Background: an optimization exercise with open tools, aiming at small area, a short achievable clock period and few clock cycles per item. Do not read the settings as production practice.
In this exercise RTL edits were held to simulation tests only and were not proved equivalent to the original.

==> flow/design.v (outline; a module is shown in full before it is edited, if it fits) <==
// module rs_cw_syndrome: 443 lines
// module rs_cw_decode: 274 lines
// module rs_line_decoder: 219 lines
module rs_line_decoder (
  input  wire         clk,
  input  wire         rst,
  input  wire         in_valid,
  output wire         in_ready,
  input  wire [575:0] in_beats,
  input  wire         in_mark_en,
  input  wire [4:0]   in_mark_pos,
  output reg          out_valid,
  output reg  [511:0] out_data,
  output reg          out_ce,
  output reg          out_ue,
  output reg          out_writeback,
  output reg          out_erasure,
  output reg          out_pos_valid,
  output reg  [4:0]   out_pos,
  output reg  [3:0]   out_symbols
);
  // ...
==> flow/flow/run.sh <==
#!/bin/bash
# Layout flow: the standard ORFS flow (standard.sh) with these changes:
#  - synthesis maps the logic with flow/abc_map.script (ABC &dch/&nf mapping,
#    then buffering and sizing) in place of ORFS's abc_speed.script;
#  - the port buffers are sky130_fd_sc_hd__buf_1;
#  - clock tree synthesis uses clkbuf_8 buffers and inserts no dummy loads.
# Everything else (floorplan, power grid, tap cells, placement, CTS, routing)
# is the standard flow, run with ORFS's own scripts.
set -euo pipefail
W=$(pwd)
rm -rf "$W/orfs_scripts"
cp -r "$FLOW_HOME/scripts" "$W/orfs_scripts"
cp "$W/flow/abc_map.script" "$W/orfs_scripts/abc_speed.script"
sed -e "s|^make -C |make SCRIPTS_DIR=$W/orfs_scripts 'BUFFER_PORTS_ARGS=-buffer_cell sky130_fd_sc_hd__buf_1' 'CTS_ARGS=-sink_clustering_enable -repair_clock_nets -dont_use_dummy_load -buf_list sky130_fd_sc_hd__clkbuf_8' -C |" \
  "$W/standard.sh" > "$W/flow_std.sh"
grep -q "SCRIPTS_DIR=$W/orfs_scripts" "$W/flow_std.sh"
bash "$W/flow_std.sh" > "$W/flow_std.log" 2>&1
==> flow/flow/abc_map.script <==
strash
&get -n
&st
&dch
&nf
&put
buffer -c
topo
stime -c
upsize -c
dnsize -c
==> flow/standard.sh <==
#!/bin/bash
# synth_recipe.tcl (not shown) runs the flow's synth.tcl, then flattens the netlist and writes it again
# the make line also repeats each setting of config.mk as NAME=value (left out here)
make -C /OpenROAD-flow-scripts/flow DESIGN_CONFIG=/design/flow/config.mk WORK_HOME=/design/flow/orfs CLKGATE_MAP_FILE= SYNTH_SCRIPT=/design/flow/synth_recipe.tcl "${@:-finish}"
==> flow/config.mk <==
export PLATFORM = sky130hd
export DESIGN_NAME = rs_line_decoder
export DESIGN_NICKNAME = rs_line_decoder
export VERILOG_FILES = /design/flow/design.v
export SDC_FILE = /design/flow/constraint.sdc
export NUM_CORES = 4
export LEC_CHECK = 0
export CAP_MARGIN = 20
export CORE_MARGIN = 2
export CORE_UTILIZATION = 40
export PLACE_DENSITY = 0.5
export SLEW_MARGIN = 20
==> flow/constraint.sdc <==
create_clock -name core_clock -period 55.0 [get_ports {clk}]
set_input_delay 11.0000 -clock core_clock [delete_from_list [all_inputs] [get_ports {clk}]]
set_output_delay 11.0000 -clock core_clock [all_outputs]
set_load 0.01 [all_outputs]
==> notes.md, run 1 <==
Rows=approximately 200; ranking of synthesized cells by area=dfxtp_1 (40%), xnor2_1 (25%), xor2_1 (13%); met3 GRT Util=0.0590; reg2reg setup slack=about 44 ns; Non-Filler Instances=approximately 17000; H-tree depth=5; MaxCap Viol Count=0; die area=roughly 300000 um^2; register name with the most flops=a_beats; sequential cell area share=0.356; worst hold path depth=0; status=finished clean; fmax=between 0.07 and 0.08 GHz; Starting Density=0.403; Hold Path Sink=c_data[277]; endpoints failing setup=0; Finished Cell Area=approximately 130000 um^2; Worst Setup SP=out_data[38]; GRT met2 Usage=0.569; met1 usage=0.483; adder-cell area share of the yosys netlist=0.00541; RR Endpoint=u_dec0.b_iden[1]; initial antenna violation count=about 130; highest routed layer=met5; most common cell after layout, fill and taps aside=xnor2_1; mapped cell area=around 120000 um^2; I/O Buffers=between 1000 and 1500; clock skew=approximately 0.18 ns; Layout fillers=about 28000; # hold bufs at CTS=0; Worst Setup Slack, final=about 42 ns; CP Cell Sequence=buf_1; clk buf depth=4; clock latency at the later pin of the worst-skew pair=approximately 1.1 ns; CTS root buf=clkbuf_8; Post-synth EDFFs=0; number of flip-flops in the largest register=about 580
Testbench counts, summed over its fixed seeds: cycles 2,432, items 2,400.
==> module rs_cw_decode, before the edit <==
module rs_cw_decode (
  input  wire        clk,
  input  wire [31:0] synd,       
  input  wire        mark_en,
  input  wire [7:0]  zm,         
  input  wire [7:0]  zm2,        
  input  wire [7:0]  zm3,        
  input  wire        c_mark_en,
  input  wire [17:0] c_mdev,     
  output wire        ok,         
  output wire [17:0] dsel,       
  output wire [7:0]  e1,         
  output wire [7:0]  e2,         
  output wire [35:0] fsel,       
  output wire [7:0]  fval,       
  output wire        fv,         
  output wire [4:0]  fdev,       
  output wire [4:0]  dev,        
  output wire [1:0]  nsym        
);
  function automatic [7:0] gf_mul(input [7:0] a, input [7:0] b);
    reg [7:0] p;
    reg [7:0] aa;
    integer i;
    begin
      p  = 8'h00;
      aa = a;
      for (i = 0; i < 8; i = i + 1) begin
        if (b[i]) p = p ^ aa;
        aa = aa[7] ? ({aa[6:0], 1'b0} ^ 8'h1D) : {aa[6:0], 1'b0};
      end
      gf_mul = p;
    end
  endfunction
  function automatic [3:0] g4_mul(input [3:0] a, input [3:0] b);
    reg [3:0] p;
    reg [3:0] aa;
    integer i;
    begin
      p  = 4'h0;
      aa = a;
      for (i = 0; i < 4; i = i + 1) begin
        if (b[i]) p = p ^ aa;
        aa = aa[3] ? ({aa[2:0], 1'b0} ^ 4'h3) : {aa[2:0], 1'b0};
      end
      g4_mul = p;
    end
  endfunction
  function automatic [3:0] g4_inv(input [3:0] a);
    begin
      case (a)
        4'd1: g4_inv = 4'd1;
        4'd2: g4_inv = 4'd9;
        4'd3: g4_inv = 4'd14;
        4'd4: g4_inv = 4'd13;
        4'd5: g4_inv = 4'd11;
        4'd6: g4_inv = 4'd7;
        4'd7: g4_inv = 4'd6;
        4'd8: g4_inv = 4'd15;
        4'd9: g4_inv = 4'd2;
        4'd10: g4_inv = 4'd12;
        4'd11: g4_inv = 4'd5;
        4'd12: g4_inv = 4'd10;
        4'd13: g4_inv = 4'd4;
        4'd14: g4_inv = 4'd3;
        4'd15: g4_inv = 4'd8;
        default: g4_inv = 4'h0;
      endcase
    end
  endfunction
  function automatic [7:0] gf_inv(input [7:0] a);
    reg [7:0] t;
    reg [3:0] d, di;
    begin
      t  = to_tw(a);
      d  = g4_lam_sq(t[7:4]) ^ g4_mul(t[7:4], t[3:0]) ^ g4_sq(t[3:0]);
      di = g4_inv(d);
      gf_inv = from_tw({g4_mul(t[7:4], di), g4_mul(t[7:4] ^ t[3:0], di)});
    end
  endfunction
  function automatic [7:0] to_tw(input [7:0] a);
    begin
      to_tw[0] = a[0] ^ a[1] ^ a[2] ^ a[3] ^ a[4] ^ a[6] ^ a[7];
      to_tw[1] = a[2] ^ a[3] ^ a[6] ^ a[7];
      to_tw[2] = a[2] ^ a[4] ^ a[6];
      to_tw[3] = a[3] ^ a[4] ^ a[5] ^ a[6];
      to_tw[4] = a[4] ^ a[7];
      to_tw[5] = a[1] ^ a[3] ^ a[4];
      to_tw[6] = a[2] ^ a[5] ^ a[6];
      to_tw[7] = a[5];
    end
  endfunction
  function automatic [7:0] from_tw(input [7:0] a);
    begin
      from_tw[0] = a[0] ^ a[2] ^ a[4] ^ a[5];
      from_tw[1] = a[1] ^ a[4] ^ a[5] ^ a[6] ^ a[7];
      from_tw[2] = a[1] ^ a[3] ^ a[4] ^ a[7];
      from_tw[3] = a[1] ^ a[2] ^ a[4];
      from_tw[4] = a[2] ^ a[6] ^ a[7];
      from_tw[5] = a[7];
      from_tw[6] = a[1] ^ a[3] ^ a[4] ^ a[6];
      from_tw[7] = a[2] ^ a[4] ^ a[6] ^ a[7];
    end
  endfunction
  function automatic [3:0] g4_sq(input [3:0] a);
    begin
      g4_sq[0] = a[0] ^ a[2];
      g4_sq[1] = a[2];
      g4_sq[2] = a[1] ^ a[3];
      g4_sq[3] = a[3];
    end
  endfunction
  function automatic [3:0] g4_lam_sq(input [3:0] a);
    begin
      g4_lam_sq[0] = a[2];
      g4_lam_sq[1] = a[1] ^ a[2] ^ a[3];
      g4_lam_sq[2] = a[1];
      g4_lam_sq[3] = a[0] ^ a[2] ^ a[3];
    end
  endfunction
  function automatic [7:0] gf_sq(input [7:0] a);
    begin
      gf_sq[0] = a[0] ^ a[4] ^ a[6] ^ a[7];
      gf_sq[1] = a[7];
      gf_sq[2] = a[1] ^ a[4] ^ a[5] ^ a[6];
      gf_sq[3] = a[4] ^ a[6];
      gf_sq[4] = a[2] ^ a[4] ^ a[5] ^ a[7];
      gf_sq[5] = a[5];
      gf_sq[6] = a[3] ^ a[5] ^ a[6];
      gf_sq[7] = a[6];
    end
  endfunction
  wire [7:0] s0 = synd[7:0];
  wire [7:0] s1 = synd[15:8];
  wire [7:0] s2 = synd[23:16];
  wire [7:0] s3 = synd[31:24];
  wire [7:0] m1 = gf_mul(s1, mark_en ? zm  : s2);
  wire [7:0] m2 = gf_mul(s2, mark_en ? zm2 : s0);
  wire [7:0] m3 = gf_mul(s3, mark_en ? zm3 : s1);
  wire [7:0] t0  = gf_mul(s0, 8'h02) ^ gf_mul(m1, 8'h03) ^ m2;
  wire [7:0] t1  = gf_mul(m1, 8'h02) ^ gf_mul(m2, 8'h03) ^ m3;
  wire [7:0] u1  = t1 ^ gf_mul(t0, 8'h02);
  wire [7:0] u2  = t1 ^ t0;
  wire [7:0] w   = gf_mul(gf_sq(t0), 8'hF4);
  wire [7:0] p03 = gf_mul(s0, s3);
  wire [7:0] d   = gf_sq(s1) ^ m2;
  wire [7:0] n1  = m1 ^ p03;
  wire [7:0] n2  = gf_sq(s2) ^ m3;
  wire [7:0] m6  = gf_mul(mark_en ? t0 : n2, mark_en ? zm : d);
  wire       dz  = (d == 8'h00);
  wire [7:0] den = mark_en ? t1 : (dz ? s1 : n1);
  wire [7:0] num = mark_en ? m6 : (dz ? s0 : d);
  reg [7:0] b_num, b_iden, b_iu1, b_iu2, b_x, b_s0, b_ea0;
  reg       b_clean, b_dz, b_n1z, b_check2, b_t0nz, b_t1nz;
  always @(posedge clk) begin
    b_num    <= num;
    b_iden   <= gf_inv(den);
    b_iu1    <= gf_inv(u1);
    b_iu2    <= gf_inv(u2);
    b_x      <= mark_en ? w : s1;
    b_s0     <= s0;
    b_ea0    <= gf_mul(m1 ^ s0, 8'hF4);
    b_clean  <= (synd == 32'h0);
    b_dz     <= dz;
    b_n1z    <= (n1 == 8'h00);
    b_check2 <= (gf_mul(gf_sq(n1), 8'h02) == gf_mul(m6, 8'h05));
    b_t0nz   <= (t0 != 8'h00);
    b_t1nz   <= (t1 != 8'h00);
  end
  wire [7:0] q  = gf_mul(b_num, b_iden);
  wire [7:0] m4 = gf_mul(b_x, b_iu1);
  wire [7:0] m5 = gf_mul(b_x, c_mark_en ? b_iu2 : q);
  wire [35:0] ssel;
  wire [17:0] dsel2;
  assign ssel[0] = (q == 8'hAC);
  assign ssel[1] = (q == 8'h45);
  assign ssel[2] = (q == 8'h8A);
  assign ssel[3] = (q == 8'h09);
  assign ssel[4] = (q == 8'h12);
  assign ssel[5] = (q == 8'h24);
  assign ssel[6] = (q == 8'h48);
  assign ssel[7] = (q == 8'h90);
  assign ssel[8] = (q == 8'h3D);
  assign ssel[9] = (q == 8'h7A);
  assign ssel[10] = (q == 8'hF4);
  assign ssel[11] = (q == 8'hF5);
  assign ssel[12] = (q == 8'hF7);
  assign ssel[13] = (q == 8'hF3);
  assign ssel[14] = (q == 8'hFB);
  assign ssel[15] = (q == 8'hEB);
  assign ssel[16] = (q == 8'hCB);
  assign ssel[17] = (q == 8'h8B);
  assign ssel[18] = (q == 8'h0B);
  assign ssel[19] = (q == 8'h16);
  assign ssel[20] = (q == 8'h2C);
  assign ssel[21] = (q == 8'h58);
  assign ssel[22] = (q == 8'hB0);
  assign ssel[23] = (q == 8'h7D);
  assign ssel[24] = (q == 8'hFA);
  assign ssel[25] = (q == 8'hE9);
  assign ssel[26] = (q == 8'hCF);
  assign ssel[27] = (q == 8'h83);
  assign ssel[28] = (q == 8'h1B);
  assign ssel[29] = (q == 8'h36);
  assign ssel[30] = (q == 8'h6C);
  assign ssel[31] = (q == 8'hD8);
  assign ssel[32] = (q == 8'hAD);
  assign ssel[33] = (q == 8'h47);
  assign ssel[34] = (q == 8'h8E);
  assign ssel[35] = (q == 8'h01);
  assign dsel2[0] = (q == 8'hC8);
  assign dsel2[1] = (q == 8'h07);
  assign dsel2[2] = (q == 8'h1C);
  assign dsel2[3] = (q == 8'h70);
  assign dsel2[4] = (q == 8'hDD);
  assign dsel2[5] = (q == 8'h53);
  assign dsel2[6] = (q == 8'h51);
  assign dsel2[7] = (q == 8'h59);
  assign dsel2[8] = (q == 8'h79);
  assign dsel2[9] = (q == 8'hF9);
  assign dsel2[10] = (q == 8'hC3);
  assign dsel2[11] = (q == 8'h2B);
  assign dsel2[12] = (q == 8'hAC);
  assign dsel2[13] = (q == 8'h8A);
  assign dsel2[14] = (q == 8'h12);
  assign dsel2[15] = (q == 8'h48);
  assign dsel2[16] = (q == 8'h3D);
  assign dsel2[17] = (q == 8'hF4);
  wire [7:0] e1n2   = m5 ^ gf_mul(b_s0, 8'hF4);
  wire [7:0] e2n2   = b_s0 ^ e1n2;
  wire       s_even = |(ssel & 36'h555555555);
  wire       s_odd  = |(ssel & 36'hAAAAAAAAA);
  wire [17:0] dsel1;
  genvar k;
  generate
    for (k = 0; k < 18; k = k + 1) begin : g_d1
      assign dsel1[k] = ssel[2 * k] | ssel[2 * k + 1];
    end
  endgenerate
  wire        ok_n   = b_clean | (!b_dz && (|dsel2) && b_check2) | (b_dz && (|ssel) && b_n1z);
  wire [17:0] dsel_n = b_dz ? dsel1 : dsel2;
  wire [7:0]  e1n    = b_dz ? (s_even ? b_s0 : 8'h00) : e1n2;
  wire [7:0]  e2n    = b_dz ? (s_odd  ? b_s0 : 8'h00) : e2n2;
  wire [1:0]  nsym_n = (ok_n && !b_clean) ? (b_dz ? 2'd1 : 2'd2) : 2'd0;
  wire [7:0]  e1m = b_ea0 ^ m4;
  wire [7:0]  e2m = b_s0 ^ b_ea0 ^ m5;
  wire [35:0] fselm;
  generate
    for (k = 0; k < 36; k = k + 1) begin : g_fm
      assign fselm[k] = ssel[k] & !c_mdev[k / 2];
    end
  endgenerate
  wire        fvalid = b_t0nz && b_t1nz && (|fselm);
  wire        ok_m   = (!b_t0nz && !b_t1nz) || fvalid;
  wire [1:0]  nsym_m = {1'b0, e1m != 8'h00} + {1'b0, e2m != 8'h00} + {1'b0, fvalid};
  assign ok   = c_mark_en ? ok_m : ok_n;
  assign dsel = c_mark_en ? c_mdev : dsel_n;
  assign e1   = c_mark_en ? e1m : e1n;
  assign e2   = c_mark_en ? e2m : e2n;
  assign fsel = (c_mark_en && b_t0nz && b_t1nz) ? fselm : 36'h0;
  assign fval = b_s0 ^ e1m ^ e2m;
  assign fv   = c_mark_en && fvalid;
  assign nsym = c_mark_en ? nsym_m : nsym_n;
  assign dev[0] = dsel_n[1] | dsel_n[3] | dsel_n[5] | dsel_n[7] | dsel_n[9] | dsel_n[11] | dsel_n[13] | dsel_n[15] | dsel_n[17];
  assign dev[1] = dsel_n[2] | dsel_n[3] | dsel_n[6] | dsel_n[7] | dsel_n[10] | dsel_n[11] | dsel_n[14] | dsel_n[15];
  assign dev[2] = dsel_n[4] | dsel_n[5] | dsel_n[6] | dsel_n[7] | dsel_n[12] | dsel_n[13] | dsel_n[14] | dsel_n[15];
  assign dev[3] = dsel_n[8] | dsel_n[9] | dsel_n[10] | dsel_n[11] | dsel_n[12] | dsel_n[13] | dsel_n[14] | dsel_n[15];
  assign dev[4] = dsel_n[16] | dsel_n[17];
  assign fdev[0] = fselm[2] | fselm[3] | fselm[6] | fselm[7] | fselm[10] | fselm[11] | fselm[14] | fselm[15] | fselm[18] | fselm[19] | fselm[22] | fselm[23] | fselm[26] | fselm[27] | fselm[30] | fselm[31] | fselm[34] | fselm[35];
  assign fdev[1] = fselm[4] | fselm[5] | fselm[6] | fselm[7] | fselm[12] | fselm[13] | fselm[14] | fselm[15] | fselm[20] | fselm[21] | fselm[22] | fselm[23] | fselm[28] | fselm[29] | fselm[30] | fselm[31];
  assign fdev[2] = fselm[8] | fselm[9] | fselm[10] | fselm[11] | fselm[12] | fselm[13] | fselm[14] | fselm[15] | fselm[24] | fselm[25] | fselm[26] | fselm[27] | fselm[28] | fselm[29] | fselm[30] | fselm[31];
  assign fdev[3] = fselm[16] | fselm[17] | fselm[18] | fselm[19] | fselm[20] | fselm[21] | fselm[22] | fselm[23] | fselm[24] | fselm[25] | fselm[26] | fselm[27] | fselm[28] | fselm[29] | fselm[30] | fselm[31];
  assign fdev[4] = fselm[32] | fselm[33] | fselm[34] | fselm[35];
endmodule
==> module rs_line_decoder, before the edit <==
module rs_line_decoder (
  input  wire         clk,
  input  wire         rst,
  input  wire         in_valid,
  output wire         in_ready,
  input  wire [575:0] in_beats,
  input  wire         in_mark_en,
  input  wire [4:0]   in_mark_pos,
  output reg          out_valid,
  output reg  [511:0] out_data,
  output reg          out_ce,
  output reg          out_ue,
  output reg          out_writeback,
  output reg          out_erasure,
  output reg          out_pos_valid,
  output reg  [4:0]   out_pos,
  output reg  [3:0]   out_symbols
);
  assign in_ready = 1'b1;
  reg         a_valid;
  reg [575:0] a_beats;
  reg         a_mark_en;
  reg [4:0]   a_mark_pos;
  always @(posedge clk) begin
    if (rst) begin
      a_valid <= 1'b0;
    end else begin
      a_valid <= in_valid;
    end
    a_beats    <= in_beats;
    a_mark_en  <= in_mark_en;
    a_mark_pos <= in_mark_pos;
  end
  reg [287:0] a_cw0, a_cw1;
  integer k;
  always @* begin
    for (k = 0; k < 18; k = k + 1) begin
      a_cw0[16 * k +: 8]     = {a_beats[72 * 1 + 4 * k +: 4], a_beats[72 * 0 + 4 * k +: 4]};
      a_cw0[16 * k + 8 +: 8] = {a_beats[72 * 3 + 4 * k +: 4], a_beats[72 * 2 + 4 * k +: 4]};
      a_cw1[16 * k +: 8]     = {a_beats[72 * 5 + 4 * k +: 4], a_beats[72 * 4 + 4 * k +: 4]};
      a_cw1[16 * k + 8 +: 8] = {a_beats[72 * 7 + 4 * k +: 4], a_beats[72 * 6 + 4 * k +: 4]};
    end
  end
  wire [31:0] a_synd0, a_synd1;
  rs_cw_syndrome u_synd0 (.cw(a_cw0), .synd(a_synd0));
  rs_cw_syndrome u_synd1 (.cw(a_cw1), .synd(a_synd1));
  reg         b_valid;
  reg [511:0] b_data;
  reg [31:0]  b_synd0, b_synd1;
  reg         b_mark_en;
  reg [4:0]   b_mark_pos;
  always @(posedge clk) begin
    if (rst) begin
      b_valid <= 1'b0;
    end else begin
      b_valid <= a_valid;
    end
    b_data     <= {a_cw1[255:0], a_cw0[255:0]};
    b_synd0    <= a_synd0;
    b_synd1    <= a_synd1;
    b_mark_en  <= a_mark_en;
    b_mark_pos <= a_mark_pos;
  end
  reg  [7:0]  zm, zm2, zm3;
  always @* begin
    case (b_mark_pos)
      5'd0: zm = 8'h45;
      5'd1: zm = 8'h09;
      5'd2: zm = 8'h24;
      5'd3: zm = 8'h90;
      5'd4: zm = 8'h7A;
      5'd5: zm = 8'hF5;
      5'd6: zm = 8'hF3;
      5'd7: zm = 8'hEB;
      5'd8: zm = 8'h8B;
      5'd9: zm = 8'h16;
      5'd10: zm = 8'h58;
      5'd11: zm = 8'h7D;
      5'd12: zm = 8'hE9;
      5'd13: zm = 8'h83;
      5'd14: zm = 8'h36;
      5'd15: zm = 8'hD8;
      5'd16: zm = 8'h47;
      5'd17: zm = 8'h01;
      default: zm = 8'h00;
    endcase
  end
  always @* begin
    case (b_mark_pos)
      5'd0: zm2 = 8'hDC;
      5'd1: zm2 = 8'h41;
      5'd2: zm2 = 8'h64;
      5'd3: zm2 = 8'h0E;
      5'd4: zm2 = 8'hE0;
      5'd5: zm2 = 8'hA6;
      5'd6: zm2 = 8'hB2;
      5'd7: zm2 = 8'hEF;
      5'd8: zm2 = 8'h56;
      5'd9: zm2 = 8'h09;
      5'd10: zm2 = 8'h90;
      5'd11: zm2 = 8'hF5;
      5'd12: zm2 = 8'hEB;
      5'd13: zm2 = 8'h16;
      5'd14: zm2 = 8'h7D;
      5'd15: zm2 = 8'h83;
      5'd16: zm2 = 8'hD8;
      5'd17: zm2 = 8'h01;
      default: zm2 = 8'h00;
    endcase
  end
  always @* begin
    case (b_mark_pos)
      5'd0: zm3 = 8'h92;
      5'd1: zm3 = 8'h73;
      5'd2: zm3 = 8'h91;
      5'd3: zm3 = 8'hB3;
      5'd4: zm3 = 8'hDB;
      5'd5: zm3 = 8'hC4;
      5'd6: zm3 = 8'h57;
      5'd7: zm3 = 8'h64;
      5'd8: zm3 = 8'h38;
      5'd9: zm3 = 8'hA6;
      5'd10: zm3 = 8'hF2;
      5'd11: zm3 = 8'h56;
      5'd12: zm3 = 8'h24;
      5'd13: zm3 = 8'hF5;
      5'd14: zm3 = 8'h8B;
      5'd15: zm3 = 8'h7D;
      5'd16: zm3 = 8'h36;
      5'd17: zm3 = 8'h01;
      default: zm3 = 8'h00;
    endcase
  end
  reg         c_valid;
  reg [511:0] c_data;
  reg         c_mark_en;
  reg [4:0]   c_mark_pos;
  always @(posedge clk) begin
    if (rst) begin
      c_valid <= 1'b0;
    end else begin
      c_valid <= b_valid;
    end
    c_data     <= b_data;
    c_mark_en  <= b_mark_en;
    c_mark_pos <= b_mark_pos;
  end
  reg  [17:0] c_mdev;
  always @* begin
    for (k = 0; k < 18; k = k + 1)
      c_mdev[k] = (c_mark_pos == k[4:0]);
  end
  wire         c0_ok, c1_ok, c0_fv, c1_fv;
  wire [17:0]  c0_dsel, c1_dsel;
  wire [7:0]   c0_e1, c0_e2, c1_e1, c1_e2, c0_fval, c1_fval;
  wire [35:0]  c0_fsel, c1_fsel;
  wire [4:0]   c0_fdev, c1_fdev, c0_dev, c1_dev;
  wire [1:0]   c0_nsym, c1_nsym;
  rs_cw_decode u_dec0 (
    .clk(clk), .synd(b_synd0), .mark_en(b_mark_en), .zm(zm), .zm2(zm2), .zm3(zm3),
    .c_mark_en(c_mark_en), .c_mdev(c_mdev),
    .ok(c0_ok), .dsel(c0_dsel), .e1(c0_e1), .e2(c0_e2), .fsel(c0_fsel), .fval(c0_fval),
    .fv(c0_fv), .fdev(c0_fdev), .dev(c0_dev), .nsym(c0_nsym)
  );
  rs_cw_decode u_dec1 (
    .clk(clk), .synd(b_synd1), .mark_en(b_mark_en), .zm(zm), .zm2(zm2), .zm3(zm3),
    .c_mark_en(c_mark_en), .c_mdev(c_mdev),
    .ok(c1_ok), .dsel(c1_dsel), .e1(c1_e1), .e2(c1_e2), .fsel(c1_fsel), .fval(c1_fval),
    .fv(c1_fv), .fdev(c1_fdev), .dev(c1_dev), .nsym(c1_nsym)
  );
  reg         v_ue, v_ce, v_wb;
  reg [4:0]   v_pos;
  reg [3:0]   v_sym;
  reg [511:0] v_data;
  reg [7:0]   v_err0, v_err1;
  always @* begin
    if (c_mark_en)
      v_ue = !c0_ok || !c1_ok;
    else
      v_ue = !c0_ok || !c1_ok ||
             (c0_nsym != 2'd0 && c1_nsym != 2'd0 && (c0_dsel & c1_dsel) == 18'h0);
    v_sym = {2'b0, c0_nsym} + {2'b0, c1_nsym};
    v_ce  = !v_ue && v_sym != 4'd0;
    if (!v_ce) begin
      v_sym = 4'd0;
      v_pos = 5'd0;
      v_wb  = 1'b0;
    end else if (c_mark_en) begin
      v_pos = c0_fv ? c0_fdev : (c1_fv ? c1_fdev : c_mark_pos);
      v_wb  = c0_fv || c1_fv;
    end else begin
      v_pos = (c0_nsym != 2'd0) ? c0_dev : c1_dev;
      v_wb  = 1'b1;
    end
    for (k = 0; k < 32; k = k + 1) begin
      v_err0 = ({8{c0_dsel[k / 2] & !v_ue}} & ((k % 2) ? c0_e2 : c0_e1)) |
               ({8{c0_fsel[k] & !v_ue}} & c0_fval);
      v_err1 = ({8{c1_dsel[k / 2] & !v_ue}} & ((k % 2) ? c1_e2 : c1_e1)) |
               ({8{c1_fsel[k] & !v_ue}} & c1_fval);
      v_data[8 * k +: 8]       = c_data[8 * k +: 8] ^ v_err0;
      v_data[256 + 8 * k +: 8] = c_data[256 + 8 * k +: 8] ^ v_err1;
    end
  end
  always @(posedge clk) begin
    if (rst) begin
      out_valid <= 1'b0;
    end else begin
      out_valid <= c_valid;
    end
    out_data      <= v_data;
    out_ce        <= v_ce;
    out_ue        <= v_ue;
    out_writeback <= v_wb;
    out_erasure   <= c_mark_en;
    out_pos_valid <= v_ce;
    out_pos       <= v_pos;
    out_symbols   <= v_sym;
  end
endmodule
==> inputs of run 2 (changes only) <==
--- a/flow/design.v
+++ b/flow/design.v
@@ -511,6 +511,20 @@
       endcase
     end
   endfunction
+  function automatic [11:0] gf_inv_a(input [7:0] a);
+    reg [7:0] t;
+    begin
+      t = to_tw(a);
+      gf_inv_a = {t, g4_lam_sq(t[7:4]) ^ g4_mul(t[7:4], t[3:0]) ^ g4_sq(t[3:0])};
+    end
+  endfunction
+  function automatic [7:0] gf_inv_b(input [11:0] x);
+    reg [3:0] di;
+    begin
+      di = g4_inv(x[3:0]);
+      gf_inv_b = from_tw({g4_mul(x[11:8], di), g4_mul(x[11:8] ^ x[7:4], di)});
+    end
+  endfunction
   function automatic [7:0] gf_inv(input [7:0] a);
     reg [7:0] t;
     reg [3:0] d, di;
@@ -593,13 +607,14 @@
   wire       dz  = (d == 8'h00);
   wire [7:0] den = mark_en ? t1 : (dz ? s1 : n1);
   wire [7:0] num = mark_en ? m6 : (dz ? s0 : d);
-  reg [7:0] b_num, b_iden, b_iu1, b_iu2, b_x, b_s0, b_ea0;
+  reg [7:0]  b_num, b_x, b_s0, b_ea0;
+  reg [11:0] b_den, b_u1, b_u2;
   reg       b_clean, b_dz, b_n1z, b_check2, b_t0nz, b_t1nz;
   always @(posedge clk) begin
     b_num    <= num;
-    b_iden   <= gf_inv(den);
-    b_iu1    <= gf_inv(u1);
-    b_iu2    <= gf_inv(u2);
+    b_den    <= gf_inv_a(den);
+    b_u1     <= gf_inv_a(u1);
+    b_u2     <= gf_inv_a(u2);
     b_x      <= mark_en ? w : s1;
     b_s0     <= s0;
     b_ea0    <= gf_mul(m1 ^ s0, 8'hF4);
@@ -610,6 +625,9 @@
     b_t0nz   <= (t0 != 8'h00);
     b_t1nz   <= (t1 != 8'h00);
   end
+  wire [7:0] b_iden = gf_inv_b(b_den);
+  wire [7:0] b_iu1  = gf_inv_b(b_u1);
+  wire [7:0] b_iu2  = gf_inv_b(b_u2);
   wire [7:0] q  = gf_mul(b_num, b_iden);
   wire [7:0] m4 = gf_mul(b_x, b_iu1);
   wire [7:0] m5 = gf_mul(b_x, c_mark_en ? b_iu2 : q);
@@ -761,93 +779,38 @@
   wire [31:0] a_synd0, a_synd1;
   rs_cw_syndrome u_synd0 (.cw(a_cw0), .synd(a_synd0));
   rs_cw_syndrome u_synd1 (.cw(a_cw1), .synd(a_synd1));
-  reg         b_valid;
-  reg [511:0] b_data;
-  reg [31:0]  b_synd0, b_synd1;
-  reg         b_mark_en;
-  reg [4:0]   b_mark_pos;
-  always @(posedge clk) begin
-    if (rst) begin
-      b_valid <= 1'b0;
-    end else begin
-      b_valid <= a_valid;
-    end
-    b_data     <= {a_cw1[255:0], a_cw0[255:0]};
-    b_synd0    <= a_synd0;
-    b_synd1    <= a_synd1;
-    b_mark_en  <= a_mark_en;
-    b_mark_pos <= a_mark_pos;
-  end
   reg  [7:0]  zm, zm2, zm3;
-  always @* begin
-    case (b_mark_pos)
-      5'd0: zm = 8'h45;
-      5'd1: zm = 8'h09;
-      5'd2: zm = 8'h24;
-      5'd3: zm = 8'h90;
-      5'd4: zm = 8'h7A;
-      5'd5: zm = 8'hF5;
-      5'd6: zm = 8'hF3;
-      5'd7: zm = 8'hEB;
-      5'd8: zm = 8'h8B;
-      5'd9: zm = 8'h16;
-      5'd10: zm = 8'h58;
-      5'd11: zm = 8'h7D;
-      5'd12: zm = 8'hE9;
-      5'd13: zm = 8'h83;
-      5'd14: zm = 8'h36;
-      5'd15: zm = 8'hD8;
-      5'd16: zm = 8'h47;
-      5'd17: zm = 8'h01;
-      default: zm = 8'h00;
-    endcase
-  end
-  always @* begin
-    case (b_mark_pos)
-      5'd0: zm2 = 8'hDC;
-      5'd1: zm2 = 8'h41;
-      5'd2: zm2 = 8'h64;
-      5'd3: zm2 = 8'h0E;
-      5'd4: zm2 = 8'hE0;
-      5'd5: zm2 = 8'hA6;
-      5'd6: zm2 = 8'hB2;
-      5'd7: zm2 = 8'hEF;
-      5'd8: zm2 = 8'h56;
-      5'd9: zm2 = 8'h09;
-      5'd10: zm2 = 8'h90;
-      5'd11: zm2 = 8'hF5;
-      5'd12: zm2 = 8'hEB;
-      5'd13: zm2 = 8'h16;
-      5'd14: zm2 = 8'h7D;
-      5'd15: zm2 = 8'h83;
-      5'd16: zm2 = 8'hD8;
-      5'd17: zm2 = 8'h01;
-      default: zm2 = 8'h00;
-    endcase
-  end
-  always @* begin
-    case (b_mark_pos)
-      5'd0: zm3 = 8'h92;
-      5'd1: zm3 = 8'h73;
-      5'd2: zm3 = 8'h91;
-      5'd3: zm3 = 8'hB3;
-      5'd4: zm3 = 8'hDB;
-      5'd5: zm3 = 8'hC4;
-      5'd6: zm3 = 8'h57;
-      5'd7: zm3 = 8'h64;
-      5'd8: zm3 = 8'h38;
-      5'd9: zm3 = 8'hA6;
-      5'd10: zm3 = 8'hF2;
-      5'd11: zm3 = 8'h56;
-      5'd12: zm3 = 8'h24;
-      5'd13: zm3 = 8'hF5;
-      5'd14: zm3 = 8'h8B;
-      5'd15: zm3 = 8'h7D;
-      5'd16: zm3 = 8'h36;
-      5'd17: zm3 = 8'h01;
-      default: zm3 = 8'h00;
-    endcase
-  end
+  wire [17:0] a_mdev;
+  genvar gm;
+  generate
+    for (gm = 0; gm < 18; gm = gm + 1) begin : g_am
+      assign a_mdev[gm] = (a_mark_pos == gm);
+    end
+  endgenerate
+  always @* zm[0] = |(a_mdev & 18'h339E3);
+  always @* zm[1] = |(a_mdev & 18'h163D0);
+  always @* zm[2] = |(a_mdev & 18'h14A25);
+  always @* zm[3] = |(a_mdev & 18'h09D92);
+  always @* zm[4] = |(a_mdev & 18'h0CE78);
+  always @* zm[5] = |(a_mdev & 18'h058F4);
+  always @* zm[6] = |(a_mdev & 18'h19CF1);
+  always @* zm[7] = |(a_mdev & 18'h0B1E8);
+  always @* zm2[0] = |(a_mdev & 18'h2DA82);
+  always @* zm2[1] = |(a_mdev & 18'h0B1E8);
+  always @* zm2[2] = |(a_mdev & 18'h069AD);
+  always @* zm2[3] = |(a_mdev & 18'h15289);
+  always @* zm2[4] = |(a_mdev & 18'h16D41);
+  always @* zm2[5] = |(a_mdev & 18'h058F4);
+  always @* zm2[6] = |(a_mdev & 18'h15997);
+  always @* zm2[7] = |(a_mdev & 18'h19CF1);
+  always @* zm3[0] = |(a_mdev & 18'h2E05E);
+  always @* zm3[1] = |(a_mdev & 18'h14E5B);
+  always @* zm3[2] = |(a_mdev & 18'h1BAE0);
+  always @* zm3[3] = |(a_mdev & 18'h0C110);
+  always @* zm3[4] = |(a_mdev & 18'h1AD5F);
+  always @* zm3[5] = |(a_mdev & 18'h1B78A);
+  always @* zm3[6] = |(a_mdev & 18'h0ACF2);
+  always @* zm3[7] = |(a_mdev & 18'h0663D);
   reg         c_valid;
   reg [511:0] c_data;
   reg         c_mark_en;
@@ -856,11 +819,11 @@
     if (rst) begin
       c_valid <= 1'b0;
     end else begin
-      c_valid <= b_valid;
+      c_valid <= a_valid;
     end
-    c_data     <= b_data;
-    c_mark_en  <= b_mark_en;
-    c_mark_pos <= b_mark_pos;
+    c_data     <= {a_cw1[255:0], a_cw0[255:0]};
+    c_mark_en  <= a_mark_en;
+    c_mark_pos <= a_mark_pos;
   end
   reg  [17:0] c_mdev;
   always @* begin
@@ -874,13 +837,13 @@
   wire [4:0]   c0_fdev, c1_fdev, c0_dev, c1_dev;
   wire [1:0]   c0_nsym, c1_nsym;
   rs_cw_decode u_dec0 (
-    .clk(clk), .synd(b_synd0), .mark_en(b_mark_en), .zm(zm), .zm2(zm2), .zm3(zm3),
+    .clk(clk), .synd(a_synd0), .mark_en(a_mark_en), .zm(zm), .zm2(zm2), .zm3(zm3),
     .c_mark_en(c_mark_en), .c_mdev(c_mdev),
     .ok(c0_ok), .dsel(c0_dsel), .e1(c0_e1), .e2(c0_e2), .fsel(c0_fsel), .fval(c0_fval),
     .fv(c0_fv), .fdev(c0_fdev), .dev(c0_dev), .nsym(c0_nsym)
   );
   rs_cw_decode u_dec1 (
-    .clk(clk), .synd(b_synd1), .mark_en(b_mark_en), .zm(zm), .zm2(zm2), .zm3(zm3),
+    .clk(clk), .synd(a_synd1), .mark_en(a_mark_en), .zm(zm), .zm2(zm2), .zm3(zm3),
     .c_mark_en(c_mark_en), .c_mdev(c_mdev),
     .ok(c1_ok), .dsel(c1_dsel), .e1(c1_e1), .e2(c1_e2), .fsel(c1_fsel), .fval(c1_fval),
     .fv(c1_fv), .fdev(c1_fdev), .dev(c1_dev), .nsym(c1_nsym)
==> flow/flow/run.sh (replaced) <==
#!/bin/bash
# Layout flow: the standard ORFS flow (standard.sh, with its standard
# synthesis) with two changes:
#  - the port buffers are sky130_fd_sc_hd__buf_1;
#  - clock tree synthesis uses clkbuf_16 buffers with sink clusters of up to
#    30 registers and inserts no dummy loads.
# Everything else is the standard flow, run with ORFS's own scripts.
set -euo pipefail
W=$(pwd)
sed -e "s|^make -C |make 'BUFFER_PORTS_ARGS=-buffer_cell sky130_fd_sc_hd__buf_1' 'CTS_ARGS=-sink_clustering_enable -repair_clock_nets -dont_use_dummy_load -sink_clustering_size 30 -sink_clustering_max_diameter 100 -buf_list sky130_fd_sc_hd__clkbuf_16' -C |" \
  "$W/standard.sh" > "$W/flow_std.sh"
grep -q "BUFFER_PORTS_ARGS" "$W/flow_std.sh"
bash "$W/flow_std.sh" > "$W/flow_std.log" 2>&1
--- a/flow/config.mk
+++ b/flow/config.mk
@@ -7,6 +7,6 @@
 export LEC_CHECK = 0
 export CAP_MARGIN = 20
 export CORE_MARGIN = 2
-export CORE_UTILIZATION = 40
-export PLACE_DENSITY = 0.5
+export CORE_UTILIZATION = 50
+export PLACE_DENSITY = 0.6
 export SLEW_MARGIN = 20
removed: flow/flow/abc_map.script
==> run 2 against run 1 <==
Effect of this change:
- hold slack better by 0.13 ns
- setup slack lost 0.18 ns
- still clean on timing, DRC and antenna
- wire length rose by 8.5%
- highest routed layer unchanged
- die area shrank 22%
- register-to-register slack got worse by 0.90 ns
- flip-flop and latch count down 580
- final cell count is 5.1% lower
- largest cell class unchanged
- global-route usage increased by 14 points
- area after synthesis is 2.1% lower
- critical path depth unchanged
==> notes.md, run 2 <==
RSZ-0062 raised after global routing=false; commonest cells in the netlist=xnor2_1 (3196), dfxtp_1 (1775), nand2_1 (1117); Synth Area in XOR/XNOR=0.433; crit path max fanout=1; adder-cell area share of the yosys netlist=0.00398 (-0.00143); layout cells sized above 1=0.0588; synthesized flop and latch total=1775; critical path class=reg2out; Reg2Reg Depth=31; register name with the most flops=a_beats; # hold bufs at CTS=0 (unchanged); synthesized netlist net count=12800; # DRC=0; drt pass-1 iters=9; top_reg_cell synth=dfxtp_1; CTS root buf=clkbuf_16; clk buf depth=3 (-1); Worst EP arrival=around 1.8 ns; most frequent cells in the layout=xnor2_1 (3165), dfxtp_1 (1773), nand2_1 (1117); Synth area leader=dfxtp_1; num ports=between 1000 and 1500; Final Max Slew Viols=0; postcts setup bufs=0; min-delay worst type=reg2reg; endpoints failing setup=0 (unchanged); Register Area=35500 um^2; I/O Buffers=1110 (unchanged); status=finished clean; ANT nets after route=0; Layout fillers=20500 (-28%); crit share post-route=0.232; fin nets=around 14000; largest family of logic cells by synthesized area=XOR/XNOR gates; GRT overflow=0; mapped cell area=115000 um^2 (-2.1%); drt wl/cell=between 30 and 40 um; fmax=0.0782 GHz (-1.4%); FFs w/ async S/R, synth=0; Warnings, synthesis=2; Synth Area in Simple Gates=0.103; final hold violations=0; final WL=604 mm; clk slew on worst S/H paths=0.11 ns; Post-synth EDFFs=0 (unchanged); GP Congestion=~1.2; die height=approximately 480 um; Avg Vias per Cell=about 6.4; most common cell after layout, fill and taps aside=xnor2_1; count leader, synth=xnor2_1; CTS resizes=0; clock skew=0.147 ns (-0.0349 ns); slowest stage cell, crit path=dfxtp_1; global-route wire length before repair=roughly 800 mm; Iteration-0 DRC Markers=17800; H-tree depth=3 (-2); final period demand of the worst path=between 10 and 15 ns; die area=234000 um^2 (-22%); worst slew pin tran=around 1.3 ns; final core occ=0.550; Largest regs=a_beats x576, c_data x512, out_data x512; CTS sink cnt=between 1500 and 2000; CP Cell Sequence=buf_1; Starting Density=0.502 (+0.0988); area delta synth->final=9.76%; worst hold path depth=1 (+1); GRT Overall Usage=0.494; post-DP HPWL=between 400 and 500 mm; ranking of synthesized cells by area=dfxtp_1 (31%), xnor2_1 (24%), xnor3_1 (9.3%); CP bufs+invs=1; multi-input logic area=~77000 um^2; vias in the first global route=roughly 94000; register area share after synthesis=0.309; Yosys top cell area share=0.309; Crit path largest cell delay=0.78 ns; initial antenna violation count=83 (-38%); clock latency at the later pin of the worst-skew pair=0.84 ns (-0.26 ns); required time worst endpoint=around 44 ns; CP delay by family, top=flip-flops; setup TNS=0 ns; Gate Count Post-Synth=between 10000 and 15000; Rel. slew slack=0.0978; vias=slightly above 100k; MaxCap Viol Count=0 (unchanged); critical path startpoint category=register; Crit. End Element=output port; syn avg cell area=~9.4 um^2; die width=about 480 um; Crit path depth=1; Synth Area in Compound Gates=0.102; Rows=176 (-11%); CTS tree=yes; largest net degree at the start of global routing=about 120; number of flip-flops in the largest register=576 (unchanged); core area=between 200000 and 250000 um^2; multiplexer share of the synthesized area=0.0196; post-synth cell types=around 120; Num CTS Buffers=85
==> run 2: cell count changes after synthesis, moves of 184 or more <==
cell and change:
a22oi_1 +248, clkbuf_1 +329, dfxtp_1 -580, nand2_1 +184, o21ai_0 +195, xnor3_1 +320
xor2_1 -717
==> run 2: cell families (layout without fill, tap and decap cells) <==
group                    after synthesis  after routing
other                                  2             63
AO/OA/AOI/OAI                       1811           1811
multiplexers                         204            204
AND/OR/NAND/NOR                     2728           2728
adder cells (fa/ha/maj)               35             35
XOR/XNOR                            4758           4758
buffers and inverters                880           1736
flip-flops                          1775           1775
==> run 2: layer usage <==
metal	GRT usage	wire (um)	vias to the layer above
li1	-	-	42000
met1	0.632	226000	49600
met2	0.684	238000	8843
met3	0.189	89000	2050
met4	0.336	51700	38
met5	0.00265	273	-
==> run 2: cell type report <==
cell class              count  share of cell area
multi-input cells        9538               0.609
inverters                 151             0.00456
diodes                     61             0.00121
flip-flops and latches   1775               0.282
repair buffers           1500              0.0566
well taps                3026              0.0300
clock buffers              85              0.0169
==> run 2: metrics by stage <==
stage,area (um^2),setup slack [ns],hold WS [ns],std cells
3_3_place_gp,124000,43.10,0.413,16000
5_1_grt,126000,42.28,0.384,16100
4_1_cts,126000,42.27,0.373,16100
3_5_place_dp,124000,43.10,0.415,16000
2_1_floorplan,115000,43.51,0.326,12200
6_report,126000,42.22,0.381,16100
==> run 2: worst paths after layout <==
kind                      start             to  slack (ns)
setup / recovery  out_data[441]  out_data[441]       42.22
hold / removal      c_data[375]  out_data[375]        0.38
setup reg to reg       register  out_data[368]       42.83
hold reg to reg     c_data[375]  out_data[375]        0.38
Testbench counts of run 2, summed over its fixed seeds: cycles 2,424, items 2,400.
==> inputs of run 3 (changes only) <==
==> flow/flow/run.sh (replaced) <==
#!/bin/bash
# Layout flow: the standard ORFS flow (standard.sh, with its standard
# synthesis) with two changes:
#  - the port buffers are sky130_fd_sc_hd__buf_1;
#  - clock tree synthesis uses clkbuf_16 buffers with sink clusters of up to
#    24 registers and inserts no dummy loads.
# Everything else is the standard flow, run with ORFS's own scripts.
set -euo pipefail
W=$(pwd)
sed -e "s|^make -C |make 'BUFFER_PORTS_ARGS=-buffer_cell sky130_fd_sc_hd__buf_1' 'CTS_ARGS=-sink_clustering_enable -repair_clock_nets -dont_use_dummy_load -sink_clustering_size 24 -sink_clustering_max_diameter 100 -buf_list sky130_fd_sc_hd__clkbuf_16' -C |" \
  "$W/standard.sh" > "$W/flow_std.sh"
grep -q "BUFFER_PORTS_ARGS" "$W/flow_std.sh"
bash "$W/flow_std.sh" > "$W/flow_std.log" 2>&1
==> run 3 against run 2 <==
Effect of this change:
- sequential share of layout area shrank 0.070 points
- flip-flop and latch count is the same
- cell area grew 0.25%
- final cell count grew 0.12%
- hold slack lost 0.055 ns
- still clean
- critical endpoint unchanged
- clock skew grew 0.0099 ns
- critical path type unchanged
==> notes.md, run 3 <==
status=finished clean; count leader, synth=xnor2_1; CTS resizes=0 (unchanged); crit path max fanout=1 (unchanged); Iteration-0 DRC Markers=18100 (+1.9%); drt wl/cell=37.5 um (about the same); ranking of synthesized cells by area=dfxtp_1 (31%), xnor2_1 (24%), xnor3_1 (9.3%); post-synth cell types=116 (unchanged); final WL=605 mm (+0.13%); CTS root buf=clkbuf_16; Gate Count Post-Synth=12200 (unchanged); clock latency at the later pin of the worst-skew pair=0.88 ns (+0.04 ns); GRT Overall Usage=0.495 (+0.00101); fmax=0.0782 GHz (about the same); synthesized flop and latch total=1775 (unchanged); CP bufs+invs=1 (unchanged); worst slew pin tran=1.28 ns (-0.0649 ns); Rel. slew slack=0.144 (+0.0464); mapped cell area=115000 um^2 (unchanged); Non-Filler Instances=16200 (+0.12%); global-route wire length before repair=800 mm (+0.18%); CTS sink cnt=1775 (unchanged); multi-input logic area=76900 um^2 (about the same); num ports=1113 (unchanged); Crit. End Element=output port; drt pass-1 iters=9 (unchanged); Worst Setup Slack, final=42.22 ns (+0.00430 ns); I/O Buffers=1110 (unchanged); die width=484 um (unchanged); CTS tree=yes; # DRC=0 (unchanged); clk buf depth=3 (unchanged); core area=229000 um^2 (unchanged); crit share post-route=0.232 (about the same); GP Congestion=1.18 (unchanged); Num CTS Buffers=97 (+14%); Rows=176 (unchanged); Final Max Slew Viols=0 (unchanged); most frequent cells in the layout=xnor2_1 (3163), dfxtp_1 (1773), nand2_1 (1117); adder-cell area share of the yosys netlist=0.00398 (unchanged); Synth Area in Simple Gates=0.103 (unchanged); Crit path depth=1 (unchanged); Warnings, synthesis=2 (unchanged); Synth area leader=dfxtp_1; Reg2Reg Depth=31 (unchanged); Synth Area in XOR/XNOR=0.433 (unchanged); clk slew on worst S/H paths=0.10 ns (about the same); Register Area=35500 um^2 (unchanged); worst hold path depth=1 (unchanged); postcts setup bufs=0 (unchanged); Largest regs=a_beats x576, c_data x512, out_data x512; endpoints failing setup=0 (unchanged); vias=103000 (+0.28%); Synth Area in Compound Gates=0.102 (unchanged); # hold bufs at CTS=0 (unchanged); largest family of logic cells by synthesized area=XOR/XNOR gates; synthesized netlist net count=12800 (unchanged); Layout fillers=20400 (-0.31%); dpl ws=43.10 ns (unchanged); final period demand of the worst path=12.78 ns (-0.00430 ns); Starting Density=0.502 (unchanged); die height=484 um (unchanged); area delta synth->final=10.0%; vias in the first global route=94600 (+0.13%); Avg Vias per Cell=6.37 (+0.15%); Final Hold Slack=0.326 ns (-0.0550 ns); H-tree depth=3 (unchanged); die area=234000 um^2 (unchanged); setup TNS=0 ns (unchanged); most common cell after layout, fill and taps aside=xnor2_1; clock skew=0.157 ns (+0.00988 ns); post-DP HPWL=480 mm (unchanged); min-delay worst type=reg2reg; ANT nets after route=0 (unchanged); slowest stage cell, crit path=dfxtp_1; GRT overflow=0 (unchanged); MaxCap Viol Count=0 (unchanged); commonest cells in the netlist=xnor2_1 (3196), dfxtp_1 (1775), nand2_1 (1117); top_reg_cell synth=dfxtp_1; initial antenna violation count=91 (+9.6%); RSZ-0062 raised after global routing=false; multiplexer share of the synthesized area=0.0196 (unchanged); Crit path largest cell delay=0.75 ns (-0.03 ns); number of flip-flops in the largest register=576 (unchanged); syn avg cell area=9.43 um^2 (unchanged); layout cells sized above 1=0.0596 (+0.000793); final hold violations=0 (unchanged); required time worst endpoint=44.00 ns (about the same); reg2reg setup slack=42.82 ns (about the same); CP delay by family, top=flip-flops; Post-synth EDFFs=0 (unchanged); cell count after placement=16000 (unchanged); largest net degree at the start of global routing=121 (unchanged); register name with the most flops=a_beats; register area share after synthesis=0.309 (unchanged); critical path class=reg2out; critical path startpoint category=register; Yosys top cell area share=0.309 (unchanged); CP Cell Sequence=buf_1; Worst EP arrival=1.78 ns (about the same); fin nets=13700 (+0.080%); FFs w/ async S/R, synth=0 (unchanged)
run 3: cell counts after synthesis:
No cell type changed its count.
run 3: area by class of cell:
| cell class | count | area share |
|---|---|---|
| antenna | 70 | 0.00138 |
| clock buffer | 97 | 0.0192 |
| inverter | 151 | 0.00455 |
| multi-input combinational | 9538 | 0.608 |
| sequential | 1775 | 0.281 |
| tap | 3026 | 0.0299 |
| timing repair buffer | 1499 | 0.0564 |
run 3: per-layer routing:
layer	global-route usage	share of wire
met1	0.631	0.37
met2	0.684	0.39
met4	0.338	0.085
met5	0	0.00049
met3	0.193	0.15
run 3: logic make-up (layout without fill, tap and decap cells):
family                     after synthesis  in the layout
AOI/OAI and AO/OA                     1811           1811
xor gates and xnor gates              4758           4758
adders and majority gates               35             35
buffers and inverters                  880           1747
DFF                                   1775           1775
muxes                                  204            204
other                                    2             72
and+or+nand+nor                       2728           2728
run 3: worst paths after layout:
kind,to,start
max,out_data[441],out_data[441]
min reg2reg,out_data[375],c_data[375]
max reg2reg,out_data[368],register
min,out_data[375],c_data[375]
run 3: metrics by stage:
step | utilization | area [um^2]
after detailed placement | 0.540 | 124000
final | 0.552 | 126000
after floorplan | - | 115000
after CTS | 0.550 | 126000
after global routing | 0.551 | 126000
after global placement | 0.540 | 124000

-- afterwards: timing with drivers on the ports --
Ports are ideal in the flow. The routed layouts listed here were re-timed in OpenROAD.
Step 1 sets driving cells, clkbuf_16 on the clock port and buf_2 on the other inputs (assumed; they add their load-dependent delay and slew).
Step 2 moves the port delays by t, midway between the first and last clock arrival at a register: inputs arrive t later, outputs are due t later. That takes back most of the time a late clock gives input paths.
Three values: ideal, step 1, step 2; two values: the first two.
run | t (ns) | setup slack, ns | worst slew at a driven data input, ns | cell pins on the clock port's net
run 1 | 1.103 | 42.395 / 42.291 / 43.394 | 0.18 | 1
run 2 | 0.865 | 42.216 / 42.119 / 42.834 | 0.13 | 1
run 3 | 0.891 | 42.220 / 42.125 / 42.824 | 0.13 | 1
After both steps every run listed still meets setup and hold.
